Context: an optimization exercise on an open-source flow, tuned for small area and a short achievable clock period. The choices shown serve that exercise and are no tape-out recipe. The RTL was checked by simulation tests, not by an equivalence proof against the original design. Power and IR drop assume default switching activity.

**design/flow/design.v**
```verilog
module glade_shf (
    input  wire        clk,
    input  wire        rst,
    input  wire        trig,
    input  wire [3:0]  op,
    input  wire [63:0] a,
    input  wire [63:0] bsrc,
    input  wire [63:0] t,
    output reg  [63:0] q,
    output reg         err
);
    integer i;
    wire op_sll    = (op == 4'd0);
    wire op_srl    = (op == 4'd1);
    wire op_sra    = (op == 4'd2);
    wire op_rol    = (op == 4'd3);
    wire op_ror    = (op == 4'd4);
    wire op_bfextu = (op == 4'd5);
    wire op_bfexts = (op == 4'd6);
    wire op_bfins  = (op == 4'd7);
    wire op_brev   = (op == 4'd8);
    wire op_bswap  = (op == 4'd9);
    wire op_clz    = (op == 4'd10);
    wire op_ctz    = (op == 4'd11);
    wire op_popc   = (op == 4'd12);
    wire op_resv   = (op[3:2] == 2'b11) & (op[1:0] != 2'b00);
    wire [5:0] n     = t[5:0];
    wire       big   = |t[63:6];
    wire [6:0] w     = t[14:8];
    wire       fbad  = (|t[7:6]) | (|t[63:15]) | (w[6] & (|w[5:0]));
    wire       op_bf = op_bfextu | op_bfexts | op_bfins;
    wire       bad   = op_resv | (op_bf & fbad);
    wire       en    = trig & ~rst & ~bad;
    wire       hold  = ~rst & ~(trig & ~bad);
    wire       left = op_sll | op_rol | op_bfins;
    reg  [5:0] r;
    always @(*) begin
        r[0] = n[0];
        for (i = 1; i < 6; i = i + 1)
            r[i] = n[i] ^ (left & (|(n & ((6'd1 << i) - 6'd1))));
    end
    wire [63:0] src = op_bfins ? bsrc : a;
    wire [63:0] s0 = r[0] ? {src[0],    src[63:1]}  : src;
    wire [63:0] s1 = r[1] ? {s0[1:0],   s0[63:2]}   : s0;
    wire [63:0] s2 = r[2] ? {s1[3:0],   s1[63:4]}   : s1;
    wire [63:0] s3 = r[3] ? {s2[7:0],   s2[63:8]}   : s2;
    wire [63:0] s4 = r[4] ? {s3[15:0],  s3[63:16]}  : s3;
    wire [63:0] rot = r[5] ? {s4[31:0], s4[63:32]}  : s4;
    wire [6:0] S = {1'b0, n} + w;
    wire [6:0] X = op_bfins ? S : w;
    function automatic [63:0] ge6(input [5:0] x);
        reg [63:0] g;
        integer k, j, h;
        begin
            g = 64'd0;
            g[0] = 1'b1;               
            for (k = 0; k < 6; k = k + 1) begin
                h = 1 << k;
                for (j = 0; j < 32; j = j + 1) begin
                    if (j < h) begin
                        g[h + j] = ~x[k] | g[j];
                        g[j]     = ~x[k] & g[j];
                    end
                end
            end
            ge6 = g;
        end
    endfunction
    wire [63:0] G = ge6(n);
    wire [63:0] M = {64{X[6]}} | ~ge6(X[5:0]);
    reg  [63:0] R;
    always @(*)
        for (i = 0; i < 64; i = i + 1)
            R[i] = G[63 - i];
    wire [63:0] a_up = {a[62:0], 1'b0};
    wire        sign = (|w) & (S[6] ? a[63] : a_up[S[5:0]]);
    wire sel_all = en & (op_rol | op_ror);
    wire sel_g   = en & ((op_sll & ~big) | op_bfins);
    wire sel_r   = en & (((op_srl | op_sra) & ~big) | op_bfextu | op_bfexts);
    wire use_m   = op_bf;
    reg  [63:0] u;
    always @(*)
        for (i = 0; i < 64; i = i + 1)
            u[i] = op_clz ? t[63 - i] : t[i];
    reg [63:0] v0;
    reg [31:0] v1; reg [31:0]   p1;
    reg [15:0] v2; reg [31:0]   p2;
    reg [7:0]  v3; reg [23:0]   p3;
    reg [3:0]  v4; reg [15:0]   p4;
    reg [1:0]  v5; reg [9:0]    p5;
    reg        v6; reg [5:0]    p6;
    always @(*) begin
        v0 = u;
        for (i = 0; i < 32; i = i + 1) begin
            v1[i] = v0[2*i] | v0[2*i+1];
            p1[i] = ~v0[2*i];
        end
        for (i = 0; i < 16; i = i + 1) begin
            v2[i] = v1[2*i] | v1[2*i+1];
            p2[2*i +: 2] = v1[2*i] ? {1'b0, p1[2*i]} : {1'b1, p1[2*i+1]};
        end
        for (i = 0; i < 8; i = i + 1) begin
            v3[i] = v2[2*i] | v2[2*i+1];
            p3[3*i +: 3] = v2[2*i] ? {1'b0, p2[4*i +: 2]} : {1'b1, p2[4*i+2 +: 2]};
        end
        for (i = 0; i < 4; i = i + 1) begin
            v4[i] = v3[2*i] | v3[2*i+1];
            p4[4*i +: 4] = v3[2*i] ? {1'b0, p3[6*i +: 3]} : {1'b1, p3[6*i+3 +: 3]};
        end
        for (i = 0; i < 2; i = i + 1) begin
            v5[i] = v4[2*i] | v4[2*i+1];
            p5[5*i +: 5] = v4[2*i] ? {1'b0, p4[8*i +: 4]} : {1'b1, p4[8*i+4 +: 4]};
        end
        v6 = v5[0] | v5[1];
        p6 = v5[0] ? {1'b0, p5[4:0]} : {1'b1, p5[9:5]};
    end
    wire [6:0] tz_v = {~v6, p6 & {6{v6}}};
    wire pc_1, pc_2; assign {pc_2, pc_1} = t[0] + t[10] + t[11];
    wire pc_3, pc_4; assign {pc_4, pc_3} = t[12] + t[13] + t[14];
    wire pc_5, pc_6; assign {pc_6, pc_5} = t[15] + t[16] + t[17];
    wire pc_7, pc_8; assign {pc_8, pc_7} = t[18] + t[19] + t[1];
    wire pc_9, pc_10; assign {pc_10, pc_9} = t[20] + t[21] + t[22];
    wire pc_11, pc_12; assign {pc_12, pc_11} = t[23] + t[24] + t[25];
    wire pc_13, pc_14; assign {pc_14, pc_13} = t[26] + t[27] + t[28];
    wire pc_15, pc_16; assign {pc_16, pc_15} = t[29] + t[2] + t[30];
    wire pc_17, pc_18; assign {pc_18, pc_17} = t[31] + t[32] + t[33];
    wire pc_19, pc_20; assign {pc_20, pc_19} = t[34] + t[35] + t[36];
    wire pc_21, pc_22; assign {pc_22, pc_21} = t[37] + t[38] + t[39];
    wire pc_23, pc_24; assign {pc_24, pc_23} = t[3] + t[40] + t[41];
    wire pc_25, pc_26; assign {pc_26, pc_25} = t[42] + t[43] + t[44];
    wire pc_27, pc_28; assign {pc_28, pc_27} = t[45] + t[46] + t[47];
    wire pc_29, pc_30; assign {pc_30, pc_29} = t[48] + t[49] + t[4];
    wire pc_31, pc_32; assign {pc_32, pc_31} = t[50] + t[51] + t[52];
    wire pc_33, pc_34; assign {pc_34, pc_33} = t[53] + t[54] + t[55];
    wire pc_35, pc_36; assign {pc_36, pc_35} = t[56] + t[57] + t[58];
    wire pc_37, pc_38; assign {pc_38, pc_37} = t[59] + t[5] + t[60];
    wire pc_39, pc_40; assign {pc_40, pc_39} = t[61] + t[62] + t[63];
    wire pc_41, pc_42; assign {pc_42, pc_41} = t[6] + t[7] + t[8];
    wire pc_43, pc_44; assign {pc_44, pc_43} = t[9] + pc_1 + pc_11;
    wire pc_45, pc_46; assign {pc_46, pc_45} = pc_13 + pc_15 + pc_17;
    wire pc_47, pc_48; assign {pc_48, pc_47} = pc_19 + pc_21 + pc_23;
    wire pc_49, pc_50; assign {pc_50, pc_49} = pc_25 + pc_27 + pc_29;
    wire pc_51, pc_52; assign {pc_52, pc_51} = pc_3 + pc_31 + pc_33;
    wire pc_53, pc_54; assign {pc_54, pc_53} = pc_35 + pc_37 + pc_39;
    wire pc_55, pc_56; assign {pc_56, pc_55} = pc_41 + pc_5 + pc_7;
    wire pc_57, pc_58; assign {pc_58, pc_57} = pc_9 + pc_43 + pc_45;
    wire pc_59, pc_60; assign {pc_60, pc_59} = pc_47 + pc_49 + pc_51;
    wire pc_61, pc_62; assign {pc_62, pc_61} = pc_53 + pc_55 + pc_57;
    wire pc_63, pc_64; assign {pc_64, pc_63} = pc_10 + pc_12 + pc_14;
    wire pc_65, pc_66; assign {pc_66, pc_65} = pc_16 + pc_18 + pc_2;
    wire pc_67, pc_68; assign {pc_68, pc_67} = pc_20 + pc_22 + pc_24;
    wire pc_69, pc_70; assign {pc_70, pc_69} = pc_26 + pc_28 + pc_30;
    wire pc_71, pc_72; assign {pc_72, pc_71} = pc_32 + pc_34 + pc_36;
    wire pc_73, pc_74; assign {pc_74, pc_73} = pc_38 + pc_4 + pc_40;
    wire pc_75, pc_76; assign {pc_76, pc_75} = pc_42 + pc_6 + pc_8;
    wire pc_77, pc_78; assign {pc_78, pc_77} = pc_44 + pc_46 + pc_48;
    wire pc_79, pc_80; assign {pc_80, pc_79} = pc_50 + pc_52 + pc_54;
    wire pc_81, pc_82; assign {pc_82, pc_81} = pc_56 + pc_63 + pc_65;
    wire pc_83, pc_84; assign {pc_84, pc_83} = pc_67 + pc_69 + pc_71;
    wire pc_85, pc_86; assign {pc_86, pc_85} = pc_73 + pc_75 + pc_58;
    wire pc_87, pc_88; assign {pc_88, pc_87} = pc_60 + pc_77 + pc_79;
    wire pc_89, pc_90; assign {pc_90, pc_89} = pc_81 + pc_83 + pc_62;
    wire pc_91, pc_92; assign {pc_92, pc_91} = pc_85 + pc_87 + pc_89;
    wire pc_93, pc_94; assign {pc_94, pc_93} = pc_64 + pc_66 + pc_68;
    wire pc_95, pc_96; assign {pc_96, pc_95} = pc_70 + pc_72 + pc_74;
    wire pc_97, pc_98; assign {pc_98, pc_97} = pc_76 + pc_78 + pc_80;
    wire pc_99, pc_100; assign {pc_100, pc_99} = pc_82 + pc_84 + pc_93;
    wire pc_101, pc_102; assign {pc_102, pc_101} = pc_95 + pc_86 + pc_88;
    wire pc_103, pc_104; assign {pc_104, pc_103} = pc_97 + pc_99 + pc_101;
    wire pc_105, pc_106; assign {pc_106, pc_105} = pc_90 + pc_103 + pc_92;
    wire pc_107, pc_108; assign {pc_108, pc_107} = pc_94 + pc_96 + pc_100;
    wire pc_109, pc_110; assign {pc_110, pc_109} = pc_98 + pc_107 + pc_102;
    wire pc_111, pc_112; assign {pc_112, pc_111} = pc_104 + pc_109 + pc_106;
    wire pc_113, pc_114; assign {pc_114, pc_113} = pc_108 + pc_110 + pc_112;
    wire [5:0] pc_ra = {pc_114, pc_113, pc_111, pc_105, pc_91, pc_59};
    wire [5:0] pc_rb = {1'b0, 1'b0, 1'b0, 1'b0, 1'b0, pc_61};
    wire [6:0] popc_v_full = pc_ra + pc_rb;
    wire [6:0] popc_v = popc_v_full[6:0];
    wire [6:0] cnt = ({7{op_clz | op_ctz}} & tz_v) | ({7{op_popc}} & popc_v);
    wire f_sc  = en & ((op_sra & a[63]) | (op_bfexts & sign));
    wire f_a   = en & op_bfins;
    wire f_rev = en & op_brev;
    wire f_bsw = en & op_bswap;
    wire f_cnt = en;
    reg [63:0] res;
    reg        mk, fl;
    always @(*) begin
        for (i = 0; i < 64; i = i + 1) begin
            mk = sel_all | (((sel_g & G[i]) | (sel_r & R[i])) & (M[i] | ~use_m));
            fl = f_sc | (f_a & a[i]) | (f_rev & t[63 - i])
               | (f_bsw & t[8*(7 - i/8) + i%8]) | (hold & q[i]);
            if (i < 7) fl = fl | (f_cnt & cnt[i]);
            res[i] = mk ? rot[i] : fl;
        end
    end
    always @(posedge clk) begin
        q   <= res;
        err <= ~rst & trig & bad;
    end
endmodule
```
**design/flow/run.sh**
```bash
#!/bin/bash
# synth_recipe.tcl (not shown) runs the flow's synth.tcl, then flattens the netlist and writes it again
# the make line also repeats each setting of config.mk as NAME=value (left out here)
make -C /OpenROAD-flow-scripts/flow DESIGN_CONFIG=/design/flow/config.mk WORK_HOME=/design/flow/orfs CLKGATE_MAP_FILE= SYNTH_SCRIPT=/design/flow/synth_recipe.tcl finish
```
**design/flow/config.mk**
```make
export PLATFORM = sky130hd
export DESIGN_NAME = glade_shf
export DESIGN_NICKNAME = glade_shf
export VERILOG_FILES = /design/flow/design.v
export SDC_FILE = /design/flow/constraint.sdc
export NUM_CORES = 4
export LEC_CHECK = 0
export CAP_MARGIN = 30
export CORE_MARGIN = 2
export CORE_UTILIZATION = 18
export PLACE_DENSITY = 0.35
export SLEW_MARGIN = 35
```
**design/flow/constraint.sdc**
```tcl
create_clock -name core_clock -period 11.0 [get_ports {clk}]
set_input_delay 2.2000 -clock core_clock [delete_from_list [all_inputs] [get_ports {clk}]]
set_output_delay 2.2000 -clock core_clock [all_outputs]
set_load 0.01 [all_outputs]
```
==> results of run 1 <==
[logic make-up (layout without fill, tap and decap cells)]
logic type | after synthesis | in the layout | share of synthesized area
buffers and inverters | 235 | 413 | 0.0680
flip-flops | 65 | 65 | 0.0871
multiplexers | 467 | 467 | 0.348
XOR/XNOR | 14 | 14 | 0.00997
other | 0 | 6 | 0
AO/OA/AOI/OAI | 500 | 500 | 0.229
adder cells (fa/ha/maj) | 68 | 68 | 0.0861
AND/OR/NAND/NOR | 541 | 541 | 0.172
[layer usage]
| metal | vias to the layer above | share of wire |
|---|---|---|
| li1 | 7544 | - |
| met1 | 8652 | 0.44 |
| met2 | 912 | 0.46 |
| met3 | 100 | 0.074 |
| met4 | 0 | 0.030 |
| met5 | - | 0 |
[synth_stat cells, types with 6 or more instances]
cell	instances
dfxtp_1	65
a2bb2oi_1	8
nor3_1	55
nor2b_1	7
o2111ai_1	6
o21ai_0	56
fa_1	58
a222oi_1	67
a221oi_1	10
nand3_1	15
buf_4	6
nand2b_1	18
a21oi_1	162
buf_2	55
clkbuf_1	92
inv_1	67
a22oi_1	44
a21o_1	10
o21ai_1	24
a31oi_1	8
and2_1	8
a2111oi_0	10
and3_1	8
ha_1	10
o22ai_1	16
a211oi_1	12
or4_1	12
o21a_1	6
mux2i_1	426
o31ai_1	11
buf_1	7
xnor2_1	10
nor2_1	164
nor4_1	18
mux4_1	11
mux4_2	28
nand2_1	190
or3_1	6
[final cells by class]
| class | count | area, um2 | area share |
|---|---|---|---|
| clock buffer | 10 | 239 | 0.0125 |
| inverter | 70 | 263 | 0.0138 |
| sequential | 65 | 1300 | 0.0683 |
| clock inverter | 6 | 46.3 | 0.00243 |
| multi-input combinational | 1590 | 12800 | 0.670 |
| tap | 1070 | 1340 | 0.0703 |
| timing repair buffer | 327 | 3080 | 0.162 |
| antenna | 6 | 15.0 | 0.000788 |
[flip-flops by register name, indices dropped and copies added, names as in the netlist]
name,flops
err,1
q,64
[power breakdown]
| part | switching [W] | internal, W | total (W) | leakage [nW] |
|---|---|---|---|---|
| registers | 0.0000329 | 0.000259 | 0.000292 | 0.530 |
| logic | 0.00101 | 0.000675 | 0.00169 | 6.73 |
| clock network | 0.000137 | 0.000161 | 0.000299 | 0.136 |
[stage by stage]
step	hold WS, ns	instance area (um2)	setup WS (ns)
2_1_floorplan	0.579	14900	3.47
3_3_place_gp	0.586	18600	2.27
3_5_place_dp	0.601	18700	2.13
4_1_cts	0.615	19000	2.50
5_1_grt	0.636	19000	2.14
6_report	0.606	19100	2.47
[worst max-delay path by stage]
stage,from,to,slack [ns]
final,t[14],q[5],2.47
after CTS,t[14],q[5],2.50
after floorplan,t[34],q[5],3.47
after global routing,t[14],q[5],2.14
after detailed placement,t[14],q[5],2.13
after global placement,t[14],q[5],2.27
[worst min-delay path, delay by kind of cell, from the launching register on]
family | cells | cell delay (ns)
DFF | 1 | 0.31
and+or+nand+nor | 3 | 0.17
muxes | 1 | 0.07
==> flow_summary_export.csv, run 1 <==
group,metric,value,unit
outcome,status,"finished clean",
hold_path,hold_path.class,"flip-flop to flip-flop",
setup_path,rr_endpoint,"q[1]",
clocking,cts_root_buffer,"clkbuf_16",
synth,yosysTopAreaCell,"mux2i_1",
global_routing,overflow,0,
setup_path,cp_top_family,"adder cells",
clocking,cts-hold-fix-buffers,0,
global_routing,grt_pass1_wl,137000,um
synth,avgSynthCellArea,7.91,um2
placement,place_inst,3120,
synth,synth_top_area_share,0.285,
setup_path,arrival,8.74,ns
hold_path,hold_path_depth,4,
finish,nNetsFinal,2330,
sta,setup_tns,0,ns
power_and_ir_drop,power_density,119,nW/um2
sta,setup_viol,0,
setup_path,crit_buf_inv,2,
synth,ys_warn_count,1,
hold_path,hold_start,"q[13]",
flow_run,cap_violations,0,
setup_path,cp.depth,17,
finish,drive_above_1_share,0.0779,
synth,synthFlopType,"dfxtp_1",
setup_path,worst-path-max-fanout,15,
placement,gp_congestion,0.938,
sta,timing.final.hold_violations,0,
clocking,path_clk_slew,0.07,ns
finish,layout_commonest_cell,"mux2i_1",
clocking,post_cts_buffers,0,
drt,via_per_inst,5.47,
synth,yosysSeqAreaShare,0.0871,
clocking,cts_buffers,9,
placement,port_buffers,263,
floorplanning,initial_core_util,0.182,
finish,final_cell_mix,"mux2i_1, clkdlybuf4s50_1, nand2_1",
sta,slew_viol_final,0,
synth,synthTopCellsByArea,"mux2i_1, dfxtp_1, fa_1",
setup_path,rr_startpoint,"q[1]",
sta,fin_crit,8.53,ns
synth,postSynth.asyncResetShare,0,
synth,syn-num-nets,2157,
sta,max_slew_margin,0.345,
global_routing,grtUsageMet2,0.367,
global_routing,grt_max_degree,73,
setup_path,path_cells,"clkdlybuf4s50_1, fa_1, inv_1, fa_1, fa_1, fa_1, fa_1, fa_1, fa_1, fa_1, fa_1, nor3_1, xnor2_1, a221oi_1, o21ai_0, a211oi_1, mux2i_1",
global_routing,grt_use_total,0.226,
setup_path,timing.critical_path.slowest_stage_cell,"clkdlybuf4s50_1",
floorplanning,io-pin-count,264,
setup_path,end_kind,"flip-flop",
clocking,cts_tree,"done",
global_routing,grt-busiest-layer,"met2",
sta,worstMarginPinSlew,0.973,ns
finish,fillCellCount,8954,
sta,clock_skew,0,ns
clocking,clock_path_buffers,2,
global_routing,use_met3,0.0291,
floorplanning,core,82100,um2
setup_path,reg2reg_depth,3,
drt,wl_per_cell,31.7,um
synth,syn_area,14900,um2
drt,route.detailed.drc,0,
placement,hpwl,81300,um
synth,synthCells,1890,
clocking,htreeDepth,3,
clocking,cts.sinks,65,
setup_path,worstPathRequired,11.20,ns
global_routing,grt_pass1_vias,16700,
clocking,worstSkewPairLatency,0.35,ns
synth,ys_seq_elements,65,
synth,synth_edf_count,0,
floorplanning,die_area,85300,um2
global_routing,antenna_found_initial,9,
global_routing,grt_util_met1,0.312,
drt,drtAntennaViolNets,0,
finish,utilization,0.232,
drt,via_count,17200,
sta,period_share,0.776,
sta,rsz0062_at_grt,"false",
finish,final_cell_count_no_fill,3144,
clocking,cts_resized,0,
power_and_ir_drop,leakage,7.40,nW
drt,dr.first_iter.drc_count,2558,
floorplanning,rows,105,
finish,area_delta_synth_final,27.5,%
sta,fmax,117,MHz
drt,firstDrtPassIters,10,
floorplanning,die_y,292,um
setup_path,path_common_cell,"fa_1",
setup_path,slowest_delay,0.79,ns
setup_path,path_class,"primary input to flip-flop",
hold_path,min_to,"q[13]",
synth,synth_cell_types,92,
setup_path,cp-start-kind,"primary input",
floorplanning,die_width,292,um
setup_path,r2r_slack,9.50,ns
drt,drt-total-wl,99800,um
power_and_ir_drop,peakVddDrop,0.113,mV
power_and_ir_drop,p_total,0.00228,W
==> run 2, diff against run 1 <==
--- a/design/flow/config.mk
+++ b/design/flow/config.mk
@@ -9,4 +9,5 @@
 export CORE_MARGIN = 2
-export CORE_UTILIZATION = 18
-export PLACE_DENSITY = 0.35
+export CORE_UTILIZATION = 40
+export PLACE_DENSITY = 0.6
+export SETUP_SLACK_MARGIN = 3.5
 export SLEW_MARGIN = 35
==> flow_summary_export.csv, run 2 <==
group,metric,value,unit
outcome,status,"finished clean",
finish,drive_above_1_share,0.0887,
global_routing,overflow,0,
clocking,cts_buffers,9,
finish,largestRegisters,"q (64), err (1)",
sta,setup_viol,0,
clocking,cts.sinks,65,
hold_path,hold_start,"q[19]",
power_and_ir_drop,seq_power_share,0.125,
floorplanning,die_area,38900,um2
drt,via_count,17600,
drt,route.detailed.drc,0,
clocking,worstSkewPairLatency,0.35,ns
sta,fmax,135,MHz
finish,final_cell_mix,"mux2i_1, clkdlybuf4s50_1, nand2_1",
floorplanning,die_y,197,um
drt,drtAntennaViolNets,0,
synth,synth-simple-area-share,0.172,
synth,synthTopCellsByArea,"mux2i_1, dfxtp_1, fa_1",
synth,yosys.area_share.adder,0.0861,
floorplanning,rows,70,
placement,hpwl,66600,um
placement,pre_cts_slack,2.43,ns
setup_path,end_kind,"flip-flop",
sta,rsz0062_at_grt,"true",
power_and_ir_drop,peakVddDrop,0.219,mV
power_and_ir_drop,power_density,122,nW/um2
clocking,cts_tree,"done",
finish,area_delta_synth_final,23.1,%
synth,synth_edf_count,0,
synth,synthCells,1890,
sta,worstMarginPinSlew,1.05,ns
sta,timing.final.hold_violations,0,
finish,largest_reg_flops,64,
synth,synth_top_family_by_area,"multiplexers",
global_routing,grt_use_total,0.427,
synth,synth_xor_area_frac,0.00997,
finish,layout_commonest_cell,"mux2i_1",
hold_path,hold_path_depth,4,
setup_path,worstPathRequired,11.19,ns
floorplanning,core,36700,um2
setup_path,arrival,7.62,ns
synth,synthMuxAreaShare,0.348,
synth,synth_cell_types,92,
sta,setup_tns,0,ns
sta,clock_skew,0,ns
synth,yosysSeqAreaShare,0.0871,
placement,port_buffers,263,
power_and_ir_drop,leakage,7.53,nW
setup_path,path_class,"primary input to flip-flop",
power_and_ir_drop,p_switching,0.00109,W
power_and_ir_drop,intPower,0.00116,W
drt,via_per_inst,6.95,
power_and_ir_drop,p_clk_frac,0.143,
synth,yosys.cell_count.top_type,"mux2i_1",
global_routing,grt_pass1_wl,120000,um
synth,synth_top_area_share,0.285,
drt,dr.first_iter.drc_count,2814,
synth,synthFlopType,"dfxtp_1",
clocking,htreeDepth,3,
power_and_ir_drop,swShare,0.486,
floorplanning,die_width,197,um
synth,avgSynthCellArea,7.91,um2
sta,worst_slack,3.57,ns
setup_path,worst-path-max-fanout,2,
finish,nNetsFinal,2324,
synth,syn_area,14900,um2
power_and_ir_drop,combPwrFrac,0.732,
drt,drt-total-wl,84500,um
setup_path,rr_startpoint,"q[1]",
sta,fin_crit,7.43,ns
clocking,clock_path_buffers,2,
sta,slew_viol_final,0,
synth,postSynth.asyncResetShare,0,
global_routing,grt_pass1_vias,16700,
clocking,cts_root_buffer,"clkbuf_16",
setup_path,reg2reg_depth,3,
synth,synth.top_cells.by_count,"mux2i_1, nand2_1, nor2_1",
setup_path,cp-start-kind,"primary input",
flow_run,cap_violations,0,
setup_path,crit_start,"t[28]",
synth,yosysTopAreaCell,"mux2i_1",
hold_path,hold_path.class,"flip-flop to flip-flop",
global_routing,grt_max_degree,73,
synth,synth_compound_area_frac,0.229,
finish,regMostFlops,"q",
drt,wl_per_cell,33.3,um
placement,gp_congestion,1.05,
synth,ys_warn_count,1,
drt,firstDrtPassIters,10,
sta,period_share,0.675,
floorplanning,io-pin-count,264,
synth,syn-num-nets,2157,
power_and_ir_drop,p_total,0.00225,W
floorplanning,initial_core_util,0.407,
finish,fillCellCount,3639,
sta,max_slew_margin,0.297,
clocking,path_clk_slew,0.06,ns
synth,ys_seq_elements,65,
global_routing,antenna_found_initial,10,
[run 2: critical path, cell delays in order]
cell	delay, ns
clkdlybuf4s50_1	0.42
buf_6	0.13
fa_1	0.49
inv_2	0.04
fa_2	0.38
fa_1	0.51
fa_2	0.38
fa_1	0.50
fa_1	0.43
fa_2	0.36
fa_2	0.37
fa_2	0.55
buf_4	0.12
xnor2_1	0.08
a222oi_1	0.33
o21ai_1	0.09
nor2_1	0.11
mux2i_1	0.09
[run 2: final cells by class]
class,count,area (um2),share of cell area
diodes,6,15.0,0.000816
clock buffers,10,239,0.0130
clock inverters,6,75.1,0.00408
inverters,70,263,0.0143
multi-input cells,1590,12800,0.698
flip-flops and latches,65,1300,0.0707
well taps,468,586,0.0318
repair buffers,321,3070,0.167
[run 2: worst paths after layout]
path                              end  slack (ns)
worst max-delay path             q[4]        3.57
worst min-delay path            q[19]        0.60
worst max register to register   q[1]        9.56
worst min register to register  q[19]        0.60
[run 2: cell families after synthesis]
group | Yosys count
mux | 467
compound gates | 500
flops | 65
xor+xnor | 14
buf+inv | 235
simple gates | 541
fa+ha+maj | 68
[run 2: power by group through the flow]
stage / logic (W) / clock network [W] / registers, W
final: 0.00165 / 0.000322 / 0.000281
after global placement: 0.00152 / 0 / 0.000285
after CTS: 0.00161 / 0.000319 / 0.000280
after floorplan: 0.00101 / 0 / 0.000285
after global routing: 0.00177 / 0.000328 / 0.000281
after detailed placement: 0.00154 / 0 / 0.000285
[run 2: metrics by stage]
stage | utilization | std cells | area, um2 | hold slack (ns)
after CTS | 0.499 | 2526 | 18300 | 0.599
final | 0.501 | 2536 | 18400 | 0.596
after global routing | 0.501 | 2536 | 18400 | 0.631
after floorplan | - | 1890 | 14900 | 0.579
after global placement | 0.487 | 2501 | 17900 | 0.576
after detailed placement | 0.489 | 2504 | 17900 | 0.590
[run 2: timing repair]
action,4_1_cts,5_1_grt
setup buffers,5,0
cloned,1,0
hold buffers,0,0
endpoints found under the setup margin,4,3
pin swaps,10,11
resized for setup,72,22
[run 2: layer usage]
metal,part of all wire,GRT usage,vias to the layer above
met5,0.00027,0,-
met4,0.077,0.282,4
met3,0.11,0.0878,270
met2,0.43,0.646,1248
met1,0.39,0.551,8576
li1,-,-,7524
==> run 3, diff against run 2 <==
--- a/design/flow/config.mk
+++ b/design/flow/config.mk
@@ -11,3 +11,3 @@
 export PLACE_DENSITY = 0.6
-export SETUP_SLACK_MARGIN = 3.5
+export SETUP_SLACK_MARGIN = 5
 export SLEW_MARGIN = 35
==> flow_summary_export.csv, run 3 <==
group,metric,value,unit
finish,layout_commonest_cell,"mux2i_1",
global_routing,antenna_found_initial,5,
synth,yosysTopAreaCell,"mux2i_1",
clocking,clock_path_buffers,2,
power_and_ir_drop,peakVddDrop,0.241,mV
finish,largestRegisters,"q (64), err (1)",
clocking,cts-hold-fix-buffers,0,
synth,synth.top_cells.by_count,"mux2i_1, nand2_1, nor2_1",
hold_path,hold_path.class,"flip-flop to flip-flop",
finish,drive_above_1_share,0.123,
synth,synth_top_area_share,0.285,
drt,via_per_inst,6.95,
drt,drt-total-wl,82300,um
setup_path,slowest_delay,0.59,ns
synth,synthTopCellsByArea,"mux2i_1, dfxtp_1, fa_1",
floorplanning,die_area,38900,um2
synth,synth_cell_types,92,
synth,yosysSeqAreaShare,0.0871,
sta,max_slew_margin,0.241,
sta,setup_tns,0,ns
sta,slew_viol_final,0,
synth,avgSynthCellArea,7.91,um2
setup_path,worstPathRequired,11.20,ns
drt,wl_per_cell,32.5,um
finish,fillCellCount,3556,
power_and_ir_drop,leakage,7.55,nW
setup_path,cp-start-kind,"primary input",
placement,hpwl,64600,um
setup_path,path_class,"primary input to flip-flop",
synth,ys_seq_elements,65,
sta,clock_skew,0,ns
global_routing,grt_pass1_wl,115000,um
setup_path,crit_buf_inv,2,
sta,rsz0062_at_grt,"true",
hold_path,hold_start,"q[43]",
synth,ys_warn_count,1,
finish,multi_input_area,12900,um2
floorplanning,io-pin-count,264,
sta,fmax,141,MHz
synth,yosys.cell_count.top_type,"mux2i_1",
setup_path,rr_startpoint,"q[1]",
global_routing,overflow,0,
clocking,path_clk_slew,0.07,ns
power_and_ir_drop,power_density,134,nW/um2
clocking,htreeDepth,3,
drt,drtAntennaViolNets,0,
sta,setup_viol,0,
clocking,cts_tree,"done",
drt,via_count,17600,
outcome,status,"finished clean",
synth,synthFlopType,"dfxtp_1",
global_routing,grt_max_degree,73,
placement,place_inst,2495,
floorplanning,rows,70,
setup_path,cp.depth,16,
setup_path,r2r_slack,9.62,ns
setup_path,timing.critical_path.slowest_stage_cell,"fa_1",
clocking,worstSkewPairLatency,0.34,ns
setup_path,arrival,7.31,ns
synth,postSynth.asyncResetShare,0,
drt,firstDrtPassIters,14,
finish,final_cell_count_no_fill,2532,
synth,syn_area,14900,um2
hold_path,min_to,"q[43]",
finish,utilization,0.504,
floorplanning,die_y,197,um
clocking,cts_root_buffer,"clkbuf_16",
placement,gp_congestion,1.05,
synth,synthCells,1890,
sta,period_share,0.647,
floorplanning,die_width,197,um
finish,nNetsFinal,2322,
floorplanning,initial_core_util,0.407,
floorplanning,core,36700,um2
drt,route.detailed.drc,0,
finish,largest_reg_flops,64,
drt,dr.first_iter.drc_count,2904,
global_routing,grt_pass1_vias,16400,
setup_path,reg2reg_depth,3,
global_routing,grt_use_total,0.411,
synth,syn-num-nets,2157,
setup_path,path_cells,"dlygate4sd2_1, fa_1, inv_1, fa_2, fa_2, fa_1, fa_1, fa_1, fa_2, fa_2, nor3_2, xnor2_1, a221oi_1, o21ai_1, a211oi_1, mux2i_1",
flow_run,cap_violations,0,
clocking,cts.sinks,65,
finish,ff_latch_area,1300,um2
sta,timing.final.hold_violations,0,
sta,fin_crit,7.12,ns
placement,port_buffers,263,
hold_path,hold_path_depth,4,
setup_path,worst-path-max-fanout,9,
finish,final_cell_mix,"mux2i_1, clkdlybuf4s50_1, nand2_1",
finish,regMostFlops,"q",
setup_path,end_kind,"flip-flop",
clocking,cts_buffers,9,
setup_path,cp_top_family,"adder cells",
finish,area_delta_synth_final,23.8,%
sta,worstMarginPinSlew,1.14,ns
synth,synth_edf_count,0,
setup_path,rr_endpoint,"q[1]",
[run 3: power breakdown]
part           leakage, nW  switching (W)  internal, W
combinational         6.85        0.00102     0.000830
sequential           0.530      0.0000222     0.000259
clock                0.166       0.000139     0.000209
[run 3: routing by layer]
layer  track usage  part of all wire
met5             0                 0
met4         0.259             0.078
met3        0.0804              0.11
met2         0.624              0.42
met1         0.535              0.39
[run 3: layout make-up]
class | count | share of cell area
clock buffer | 10 | 0.0129
sequential | 65 | 0.0703
inverter | 70 | 0.0142
tap | 468 | 0.0316
timing repair buffer | 319 | 0.168
multi-input combinational | 1590 | 0.697
clock inverter | 6 | 0.00527
antenna | 4 | 0.000541
[run 3: kinds of logic (layout without fill, tap and decap cells)]
kind of cell	Yosys count	in the layout	share of synthesized area
buffers and inverters	235	405	0.0680
and+or+nand+nor	541	541	0.172
muxes	467	467	0.348
xor gates and xnor gates	14	14	0.00997
adders and majority gates	68	68	0.0861
AOI/OAI and AO/OA	500	500	0.229
DFF	65	65	0.0871
other	0	4	0
[run 3: worst max-delay path by stage]
stage | startpoint | endpoint | slack (ns)
floorplan | t[45] | q[5] | 3.92
global placement | t[14] | q[5] | 2.80
detailed placement | t[10] | q[5] | 2.75
CTS | t[3] | q[5] | 3.84
global route | t[2] | q[5] | 3.76
finish | t[19] | q[5] | 3.88
[run 3: worst min-delay path, cell delays in order (launching register included)]
cell and delay (ns):
dfxtp_1 0.32, nand2_1 0.05, nand2_1 0.04, nor2_1 0.08, mux2i_1 0.06
[run 3: timing repair]
action	in CTS	in global routing
cloned	3	0
pin swaps	24	20
endpoints found under the hold margin	0	0
setup buffers	11	3
endpoints found under the setup margin	64	64
resized for setup	342	46
[run 3: metrics by stage]
step	worst slack [ns]	power (W)	instance area (um2)	hold WS [ns]
floorplan	3.92	0.00132	15000	0.578
global placement	2.80	0.00187	17800	0.578
detailed placement	2.75	0.00189	17900	0.587
CTS	3.84	0.00240	18400	0.598
global route	3.76	0.00260	18500	0.625
finish	3.88	0.00248	18500	0.602
==> run 4, diff against run 3 <==
==> design/flow/flow/run.sh (new file) <==
#!/bin/bash
# The standard layout (standard.sh, all ORFS steps to finish) with one change:
# the buffers that buffer_ports puts on every input and output port are
# sky130_fd_sc_hd__buf_1 cells rather than the resizer's default choice
# (clkdlybuf4s50_1, a slow delay cell). The timing repair can still resize them.
# make's output goes to flow_make.log; each ORFS step logs under orfs/logs/.
set -euo pipefail
export BUFFER_PORTS_ARGS="-buffer_cell sky130_fd_sc_hd__buf_1"
bash standard.sh > flow_make.log 2>&1
==> design/flow/standard.sh (new file) <==
#!/bin/bash
# synth_recipe.tcl (not shown) runs the flow's synth.tcl, then flattens the netlist and writes it again
# the make line also repeats each setting of config.mk as NAME=value (left out here)
make -C /OpenROAD-flow-scripts/flow DESIGN_CONFIG=/design/flow/config.mk WORK_HOME=/design/flow/orfs CLKGATE_MAP_FILE= SYNTH_SCRIPT=/design/flow/synth_recipe.tcl "${@:-finish}"
--- a/design/flow/config.mk
+++ b/design/flow/config.mk
@@ -11,3 +11,3 @@
 export PLACE_DENSITY = 0.6
-export SETUP_SLACK_MARGIN = 5
+export SETUP_SLACK_MARGIN = 3.5
 export SLEW_MARGIN = 35
removed: design/flow/run.sh
==> flow_summary_export.csv, run 4 <==
group,metric,value,unit
outcome,status,"finished clean",
floorplanning,rows,70,
power_and_ir_drop,peakVddDrop,0.189,mV
setup_path,r2r_slack,9.61,ns
power_and_ir_drop,swShare,0.507,
setup_path,worstPathRequired,11.18,ns
sta,worstMarginPinSlew,1.04,ns
synth,ys_warn_count,1,
synth,synth_edf_count,0,
global_routing,grt_max_degree,73,
power_and_ir_drop,p_switching,0.00113,W
clocking,cts.sinks,65,
drt,drt-total-wl,81100,um
global_routing,grt_pass1_vias,16300,
setup_path,arrival,7.53,ns
sta,fin_crit,7.35,ns
hold_path,hold_path.class,"flip-flop to flip-flop",
drt,route.met2.wl,34500,um
sta,setup_tns,0,ns
sta,rsz0062_at_grt,"false",
global_routing,grt_pass1_wl,114000,um
clocking,path_clk_slew,0.08,ns
global_routing,grt_use_total,0.402,
drt,wl_met3,9710,um
placement,gp_congestion,1.05,
drt,via_count,17600,
sta,clock_skew,0,ns
drt,route.detailed.drc,0,
synth,synthFlopType,"dfxtp_1",
drt,firstDrtPassIters,15,
sta,setup_viol,0,
setup_path,path_class,"primary input to flip-flop",
power_and_ir_drop,leakage,6.87,nW
finish,largest_reg_flops,64,
hold_path,hold_path_depth,4,
floorplanning,die_width,197,um
sta,slew_viol_final,0,
power_and_ir_drop,seq_power_share,0.127,
floorplanning,io-pin-count,264,
synth,synthCells,1890,
drt,routed.top_layer,"met5",
setup_path,timing.critical_path.slowest_stage_cell,"fa_1",
global_routing,antenna_found_initial,5,
placement,dpl-instance-area,16300,um2
synth,postSynth.asyncResetShare,0,
drt,dr.first_iter.drc_count,3093,
placement,port_buffers,263,
finish,layout_commonest_cell,"mux2i_1",
finish,final_area,16900,um2
setup_path,path_cells,"buf_2, fa_1, inv_1, fa_2, fa_2, fa_2, fa_1, fa_2, fa_2, fa_2, fa_1, nor3_2, xnor2_1, a221oi_2, o21ai_1, a211oi_2, mux2i_1",
finish,final_cell_count_no_fill,2537,
finish,largestRegisters,"q (64), err (1)",
clocking,cts_buffers,9,
power_and_ir_drop,p_clk_frac,0.143,
synth,syn-num-nets,2157,
drt,wl_per_cell,32.0,um
synth,yosysSeqAreaShare,0.0871,
sta,max_slew_margin,0.304,
floorplanning,initial_core_util,0.407,
setup_path,worst-path-max-fanout,8,
sta,period_share,0.668,
clocking,cts_tree,"done",
synth,synthTopCellsByArea,"mux2i_1, dfxtp_1, fa_1",
finish,utilization,0.459,
power_and_ir_drop,intPower,0.00110,W
sta,timing.final.hold_violations,0,
floorplanning,die_y,197,um
drt,via_per_inst,6.93,
placement,hpwl,63700,um
synth,avgSynthCellArea,7.91,um2
finish,drive_above_1_share,0.102,
setup_path,reg2reg_depth,3,
synth,synth_top_area_share,0.285,
finish,area_delta_synth_final,12.8,%
setup_path,rr_endpoint,"q[3]",
finish,regMostFlops,"q",
synth,yosysTopAreaCell,"mux2i_1",
global_routing,overflow,0,
setup_path,slowest_delay,0.60,ns
power_and_ir_drop,power_density,132,nW/um2
hold_path,hold_start,"q[53]",
finish,nNetsFinal,2327,
clocking,cts_root_buffer,"clkbuf_16",
setup_path,rr_startpoint,"q[3]",
finish,final_cell_mix,"mux2i_1, buf_1, nand2_1",
power_and_ir_drop,combPwrFrac,0.731,
floorplanning,core,36700,um2
drt,drt-met1-wl,30700,um
setup_path,end_kind,"flip-flop",
setup_path,path_common_cell,"fa_2",
flow_run,cap_violations,0,
synth,synth.top_cells.by_count,"mux2i_1, nand2_1, nor2_1",
floorplanning,die_area,38900,um2
hold_path,min_to,"q[53]",
sta,fmax,136,MHz
power_and_ir_drop,p_total,0.00223,W
clocking,htreeDepth,3,
placement,place_inst,2510,
synth,yosys.cell_count.top_type,"mux2i_1",
clocking,clock_path_buffers,2,
synth,syn_area,14900,um2
setup_path,cp-start-kind,"primary input",
drt,drtAntennaViolNets,0,
synth,ys_seq_elements,65,
synth,synth_cell_types,92,
clocking,worstSkewPairLatency,0.34,ns
[run 4: cell counts after synthesis]
No cell type changed its count.
[run 4: timing repair]
item / in CTS / in global routing
buffers inserted: 1 / 2
gates resized for setup: 29 / 34
setup endpoints to repair: 3 / 3
gates cloned: 0 / 3
pin swaps: 4 / 12
hold buffers: 0 / 0
[run 4: through the flow]
step / hold WS [ns] / setup WS [ns]
CTS: 0.600 / 3.53
finish: 0.601 / 3.65
floorplan: 0.579 / 3.50
detailed placement: 0.591 / 2.74
global placement: 0.586 / 2.84
global route: 0.644 / 3.47
[run 4: cell type report]
type | instances | area [um2]
antenna | 4 | 10.0
clock buffer | 9 | 225
clock inverter | 7 | 85.1
fill | 3675 | 19800
inverter | 70 | 263
multi-input combinational | 1590 | 12800
sequential | 65 | 1300
tap | 468 | 586
timing repair buffer | 324 | 1580
[run 4: worst max path at each step]
stage | slack (ns) | endpoint | cells past startpoint | from
6_report | 3.65 | q[5] | 17 | t[26]
5_1_grt | 3.47 | q[5] | 18 | t[2]
4_1_cts | 3.53 | q[5] | 17 | t[26]
3_5_place_dp | 2.74 | q[5] | 17 | t[10]
3_3_place_gp | 2.84 | q[5] | 18 | t[3]
2_1_floorplan | 3.50 | q[5] | 16 | t[34]
[run 4: metal layers]
metal  GRT usage  vias up
met1       0.520     8449
met4       0.247        2
met2       0.609     1354
li1            -     7530
met3      0.0888      252
met5           0        -
[run 4: worst max-delay path, delay by kind of cell]
kind,cells,cell delay [ns]
compound gates,3,0.55
xor+xnor,1,0.11
fa+ha+maj,9,4.15
buf+inv,2,0.25
mux,1,0.11
simple gates,1,0.15
[run 4: logic make-up (layout without fill, tap and decap cells)]
logic type | count (synthesis) | in the layout | synth area share
XOR/XNOR | 14 | 14 | 0.00997
AND/OR/NAND/NOR | 541 | 541 | 0.172
AO/OA/AOI/OAI | 500 | 500 | 0.229
other | 0 | 4 | 0
flip-flops | 65 | 65 | 0.0871
adder cells (fa/ha/maj) | 68 | 68 | 0.0861
multiplexers | 467 | 467 | 0.348
buffers and inverters | 235 | 410 | 0.0680
[run 4: power by group through the flow]
stage	combinational [W]	clock, W	sequential (W)
finish	0.00163	0.000318	0.000282
global route	0.00175	0.000323	0.000282
CTS	0.00154	0.000316	0.000281
detailed placement	0.00150	0	0.000287
global placement	0.00148	0	0.000287
floorplan	0.00101	0	0.000285
==> run 5, diff against run 4 <==
--- a/design/flow/design.v
+++ b/design/flow/design.v
@@ -48,19 +48,23 @@
     wire [63:0] rot = r[5] ? {s4[31:0], s4[63:32]}  : s4;
-    wire [6:0] S = {1'b0, n} + w;
-    wire [6:0] X = op_bfins ? S : w;
+    wire [6:0] S   = {1'b0, n} + w;
+    wire [6:0] neg = 7'd64 - {1'b0, n};
+    wire op_bfext = op_bfextu | op_bfexts;
+    wire e_64  = en & (op_rol | op_ror | (op_sll & ~big) | (op_bfins & S[6]));
+    wire e_neg = en & (((op_srl | op_sra) & ~big) | (op_bfext & S[6]));
+    wire e_w   = en & op_bfext & ~S[6];
+    wire e_s   = en & op_bfins & ~S[6];
+    wire [6:0] E = ({7{e_64}} & 7'd64) | ({7{e_neg}} & neg) | ({7{e_w}} & w) | ({7{e_s}} & S);
+    wire [5:0] L = {6{en & (op_sll | op_bfins)}} & n;
     function automatic [63:0] ge6(input [5:0] x);
         reg [63:0] g;
-        integer k, j, h;
+        integer k, j;
         begin
             g = 64'd0;
-            g[0] = 1'b1;               
-            for (k = 0; k < 6; k = k + 1) begin
-                h = 1 << k;
-                for (j = 0; j < 32; j = j + 1) begin
-                    if (j < h) begin
-                        g[h + j] = ~x[k] | g[j];
-                        g[j]     = ~x[k] & g[j];
+            g[0] = 1'b1;
+            for (k = 0; k < 6; k = k + 1)
+                for (j = 0; j < 32; j = j + 1)
+                    if (j < (1 << k)) begin
+                        g[(1 << k) + j] = ~x[k] | g[j];
+                        g[j]            = ~x[k] & g[j];
                     end
-                end
-            end
             ge6 = g;
@@ -68,14 +72,7 @@
     endfunction
-    wire [63:0] G = ge6(n);
-    wire [63:0] M = {64{X[6]}} | ~ge6(X[5:0]);
-    reg  [63:0] R;
-    always @(*)
-        for (i = 0; i < 64; i = i + 1)
-            R[i] = G[63 - i];
+    wire [63:0] GL = ge6(L);
+    wire [63:0] GE = ge6(E[5:0]);
+    wire [63:0] mk = GL & ({64{E[6]}} | ~GE);
     wire [63:0] a_up = {a[62:0], 1'b0};
     wire        sign = (|w) & (S[6] ? a[63] : a_up[S[5:0]]);
-    wire sel_all = en & (op_rol | op_ror);
-    wire sel_g   = en & ((op_sll & ~big) | op_bfins);
-    wire sel_r   = en & (((op_srl | op_sra) & ~big) | op_bfextu | op_bfexts);
-    wire use_m   = op_bf;
     reg  [63:0] u;
@@ -117,2 +114,32 @@
     wire [6:0] tz_v = {~v6, p6 & {6{v6}}};
+    wire [6:0] cnt = {7{op_clz | op_ctz}} & tz_v;
+    wire f_sc  = en & ((op_sra & a[63]) | (op_bfexts & sign));
+    wire f_a   = en & op_bfins;
+    wire f_rev = en & op_brev;
+    wire f_bsw = en & op_bswap;
+    wire f_cnt = en;
+    wire f_pc  = en & op_popc;
+    reg [63:0] base;
+    reg        fl;
+    always @(*) begin
+        for (i = 0; i < 64; i = i + 1) begin
+            fl = f_sc | (f_a & a[i]) | (f_rev & t[63 - i]) | (f_bsw & t[8*(7 - i/8) + i%8]) | (hold & q[i]);
+            if (i < 7) fl = fl | (f_cnt & cnt[i]);
+            base[i] = mk[i] ? rot[i] : fl;
+        end
+    end
+    wire [6:0] res_lo;
+    glade_shf_popc u_popc (.t(t), .f_pc(f_pc), .base(base[6:0]), .res(res_lo));
+    wire [63:0] res = {base[63:7], res_lo};
+    always @(posedge clk) begin
+        q   <= res;
+        err <= ~rst & trig & bad;
+    end
+endmodule
+module glade_shf_popc (
+    input  wire [63:0] t,
+    input  wire        f_pc,
+    input  wire [6:0]  base,
+    output wire [6:0]  res
+);
     wire pc_1, pc_2; assign {pc_2, pc_1} = t[0] + t[10] + t[11];
@@ -169,32 +196,12 @@
     wire pc_103, pc_104; assign {pc_104, pc_103} = pc_97 + pc_99 + pc_101;
-    wire pc_105, pc_106; assign {pc_106, pc_105} = pc_90 + pc_103 + pc_92;
+    wire pc_105, pc_106; assign {pc_106, pc_105} = pc_90 + pc_103;
     wire pc_107, pc_108; assign {pc_108, pc_107} = pc_94 + pc_96 + pc_100;
     wire pc_109, pc_110; assign {pc_110, pc_109} = pc_98 + pc_107 + pc_102;
-    wire pc_111, pc_112; assign {pc_112, pc_111} = pc_104 + pc_109 + pc_106;
+    wire pc_111, pc_112; assign {pc_112, pc_111} = pc_104 + pc_109;
     wire pc_113, pc_114; assign {pc_114, pc_113} = pc_108 + pc_110 + pc_112;
-    wire [5:0] pc_ra = {pc_114, pc_113, pc_111, pc_105, pc_91, pc_59};
-    wire [5:0] pc_rb = {1'b0, 1'b0, 1'b0, 1'b0, 1'b0, pc_61};
+    wire [5:0] pc_ra = {pc_114, pc_113, pc_106, pc_92, pc_91, pc_59};
+    wire [5:0] pc_rb = {1'b0, 1'b0, pc_111, pc_105, 1'b0, pc_61};
     wire [6:0] popc_v_full = pc_ra + pc_rb;
     wire [6:0] popc_v = popc_v_full[6:0];
-    wire [6:0] cnt = ({7{op_clz | op_ctz}} & tz_v) | ({7{op_popc}} & popc_v);
-    wire f_sc  = en & ((op_sra & a[63]) | (op_bfexts & sign));
-    wire f_a   = en & op_bfins;
-    wire f_rev = en & op_brev;
-    wire f_bsw = en & op_bswap;
-    wire f_cnt = en;
-    reg [63:0] res;
-    reg        mk, fl;
-    always @(*) begin
-        for (i = 0; i < 64; i = i + 1) begin
-            mk = sel_all | (((sel_g & G[i]) | (sel_r & R[i])) & (M[i] | ~use_m));
-            fl = f_sc | (f_a & a[i]) | (f_rev & t[63 - i])
-               | (f_bsw & t[8*(7 - i/8) + i%8]) | (hold & q[i]);
-            if (i < 7) fl = fl | (f_cnt & cnt[i]);
-            res[i] = mk ? rot[i] : fl;
-        end
-    end
-    always @(posedge clk) begin
-        q   <= res;
-        err <= ~rst & trig & bad;
-    end
+    assign res = base | ({7{f_pc}} & popc_v);
 endmodule
--- a/design/flow/config.mk
+++ b/design/flow/config.mk
@@ -7,3 +7,4 @@
 export LEC_CHECK = 0
-export CAP_MARGIN = 30
+export ABC_AREA = 1
+export CAP_MARGIN = 10
 export CORE_MARGIN = 2
@@ -11,3 +12,5 @@
 export PLACE_DENSITY = 0.6
-export SETUP_SLACK_MARGIN = 3.5
-export SLEW_MARGIN = 35
+export SETUP_SLACK_MARGIN = 5
+export SLEW_MARGIN = 10
+export SYNTH_HIERARCHICAL = 1
+export SYNTH_MINIMUM_KEEP_SIZE = 0
==> flow_summary_export.csv, run 5 <==
group,metric,value,unit
power_and_ir_drop,peakVddDrop,0.188,mV
setup_path,path_cells,"buf_4, fa_1, inv_1, fa_2, fa_2, fa_2, fa_2, inv_2, fa_2, ha_4, ha_4, nand2_2, nor2_2, nand2_1, nand2_1, nand2_1, nand3_1, nand2_1",
flow_run,cap_violations,0,
clocking,htreeDepth,3,
global_routing,grt_max_degree,129,
setup_path,cp_top_family,"adder cells",
drt,via_per_inst,6.26,
sta,clock_skew,0,ns
placement,hpwl,72800,um
power_and_ir_drop,seq_power_share,0.108,
floorplanning,core,37400,um2
synth,yosysSeqAreaShare,0.0863,
setup_path,path_common_cell,"fa_2",
floorplanning,die_y,198,um
finish,final_cell_mix,"nand2_1, nand3_1, inv_1",
finish,regMostFlops,"q",
sta,period_share,0.558,
clocking,cts.sinks,65,
synth,synth.top_cells.by_count,"nand2_1, nand3_1, inv_1",
floorplanning,die_width,198,um
drt,wl_per_cell,26.4,um
finish,largest_reg_flops,64,
synth,yosys.cell_count.top_type,"nand2_1",
clocking,cts_buffers,9,
drt,dr.first_iter.drc_count,3594,
placement,gp_congestion,1.12,
drt,route.met2.wl,35000,um
floorplanning,rows,71,
synth,ys_warn_count,7,
setup_path,worst-path-max-fanout,6,
sta,max_slew_margin,0.220,
floorplanning,initial_core_util,0.403,
placement,port_buffers,263,
finish,multi_input_area,12300,um2
synth,synth_edf_count,0,
drt,drtAntennaViolNets,0,
global_routing,grt_pass1_wl,127000,um
synth,synth_top_area_share,0.209,
sta,slew_viol_final,0,
finish,nNetsFinal,3175,
global_routing,grt_use_total,0.450,
clocking,cts_tree,"done",
finish,layout_commonest_cell,"nand2_1",
sta,setup_tns,0,ns
drt,drt-met1-wl,34600,um
drt,drt-total-wl,90400,um
setup_path,slowest_delay,0.57,ns
clocking,worstSkewPairLatency,0.35,ns
synth,synthFlopType,"dfxtp_1",
power_and_ir_drop,intPower,0.00113,W
synth,synthTopCellsByArea,"nand2_1, nand3_1, dfxtp_1",
synth,synth_cell_types,50,
setup_path,arrival,6.39,ns
clocking,path_clk_slew,0.06,ns
power_and_ir_drop,swShare,0.554,
floorplanning,die_area,39300,um2
floorplanning,io-pin-count,264,
synth,synthCells,2742,
drt,wl_met3,12400,um
finish,drive_above_1_share,0.0729,
synth,ys_seq_elements,65,
setup_path,r2r_slack,9.02,ns
global_routing,grt_pass1_vias,19100,
finish,fillCellCount,4143,
power_and_ir_drop,p_switching,0.00141,W
sta,fin_crit,6.14,ns
finish,largestRegisters,"q (64), err (1)",
finish,area_delta_synth_final,13.5,%
setup_path,cp-start-kind,"primary input",
power_and_ir_drop,combPwrFrac,0.770,
setup_path,timing.critical_path.slowest_stage_cell,"fa_2",
synth,yosysTopAreaCell,"nand2_1",
setup_path,crit_buf_inv,3,
power_and_ir_drop,p_clk_frac,0.123,
global_routing,overflow,0,
setup_path,cp-endpoint,"q[5]",
sta,setup_viol,0,
setup_path,rr_endpoint,"q[14]",
synth,syn_area,15100,um2
finish,ff_latch_area,1300,um2
clocking,cts_root_buffer,"clkbuf_16",
setup_path,cp.depth,18,
setup_path,end_kind,"flip-flop",
setup_path,reg2reg_depth,6,
power_and_ir_drop,power_density,148,nW/um2
drt,route.detailed.drc,0,
hold_path,hold_path.class,"flip-flop to flip-flop",
synth,postSynth.asyncResetShare,0,
drt,routed.top_layer,"met5",
synth,syn-num-nets,3012,
sta,timing.final.hold_violations,0,
synth,avgSynthCellArea,5.50,um2
setup_path,crit_start,"t[46]",
sta,worstMarginPinSlew,1.17,ns
setup_path,rr_startpoint,"q[14]",
drt,via_count,21400,
outcome,status,"finished clean",
drt,firstDrtPassIters,8,
setup_path,worstPathRequired,11.25,ns
setup_path,path_class,"primary input to flip-flop",
power_and_ir_drop,leakage,8.56,nW
global_routing,antenna_found_initial,7,
sta,rsz0062_at_grt,"true",
placement,pre_cts_slack,4.03,ns
clocking,clock_path_buffers,2,
sta,worst_slack,4.86,ns
sta,fmax,163,MHz
run 5: per-stage QoR:
step / instance area (um2) / total power [W] / util / instances / hold WS (ns)
2_1_floorplan: 15100 / 0.00142 / - / 2742 / 0.605
3_3_place_gp: 16400 / 0.00196 / 0.437 / 3393 / 0.603
3_5_place_dp: 16400 / 0.00200 / 0.437 / 3393 / 0.606
4_1_cts: 17000 / 0.00237 / 0.455 / 3421 / 0.623
5_1_grt: 17100 / 0.00270 / 0.457 / 3421 / 0.662
6_report: 17100 / 0.00254 / 0.458 / 3426 / 0.637
run 5: modules after synthesis, one instance, submodules excluded:
module / flops+latches / cells inside / area, um2 / times used
glade_shf: 65 / 2586 / 13500 / 1
glade_shf_popc: 0 / 156 / 1570 / 1
run 5: cell type report:
type | count | share of cell area
antenna | 5 | 0.000731
clock buffer | 11 | 0.0142
clock inverter | 5 | 0.00365
inverter | 270 | 0.0598
multi-input combinational | 2259 | 0.719
sequential | 65 | 0.0760
tap | 511 | 0.0373
timing repair buffer | 300 | 0.0892
run 5: cell families after synthesis:
kind of cell,count (synthesis),synth area share
adders and majority gates,71,0.0868
xor gates and xnor gates,9,0.00572
DFF,65,0.0863
AOI/OAI and AO/OA,464,0.174
and+or+nand+nor,1602,0.459
muxes,113,0.0750
buffers and inverters,418,0.113
run 5: power groups by stage:
stage / combinational (W) / sequential [W] / clock (W)
finish: 0.00195 / 0.000273 / 0.000311
CTS: 0.00179 / 0.000272 / 0.000308
detailed placement: 0.00173 / 0.000277 / 0
global placement: 0.00168 / 0.000277 / 0
global route: 0.00211 / 0.000272 / 0.000317
floorplan: 0.00114 / 0.000274 / 0
run 5: what timing repair did:
| action | 4_1_cts | 5_1_grt |
|---|---|---|
| setup endpoints to repair | 64 | 58 |
| gates cloned | 2 | 0 |
| pin swaps | 20 | 14 |
| buffers inserted | 10 | 0 |
| hold buffers | 0 | 0 |
| gates resized for setup | 96 | 37 |
run 5: worst min path at each step:
stage | from | endpoint | cells past startpoint
final | q[27] | q[27] | 4
after global routing | q[37] | q[37] | 4
after CTS | q[27] | q[27] | 4
after detailed placement | q[27] | q[27] | 4
after global placement | q[27] | q[27] | 4
after floorplan | q[57] | q[57] | 4
run 5: metal layers:
layer,vias to the layer above,track usage
met5,-,0
met4,8,0.348
met3,316,0.129
met2,1629,0.621
met1,9982,0.584
li1,9509,-
run 5: worst min-delay path, stage by stage (launching register included):
cell and delay (ns):
dfxtp_1 0.33, nand2_1 0.06, nand3_1 0.08, o21ai_0 0.08, nand2_1 0.06

re-timing with driven ports:
The results above use ideal ports. As a check the final layouts listed here were re-extracted and re-timed, cells and wires unchanged.
Step 1 (the two cells are an assumption about what drives the block):
set clk [get_ports {clk}]
set_driving_cell -lib_cell sky130_fd_sc_hd__clkbuf_16 $clk
set_driving_cell -lib_cell sky130_fd_sc_hd__buf_2 [delete_from_list [all_inputs] $clk]
Step 2 adds t to the input delays and takes it off the output delays; t is the mean of the earliest and latest rising clock arrival at the registers after step 1. Input paths then give back, and output paths get back, about the clock's delay inside the block.
a / b / c = ideal / step 1 / step 2; a / b = the first two.
run	t (ns)	slack for setup (ns)	worst setup path at the end	pins driven straight from the clock port
run 1	0.406	2.465 / 2.495 / 2.089	input to register	1
run 2	0.389	3.571 / 3.596 / 3.207	input to register	1
run 3	0.402	3.884 / 3.887 / 3.485	input to register	1
run 4	0.395	3.653 / 3.682 / 3.288	input to register	1
run 5	0.405	4.860 / 4.885 / 4.480	input to register	1
After both steps setup and hold are still met in every run listed. The setup slack of run 3, which loses most, moves by +0.003 ns with the drivers and by -0.399 ns with both steps.
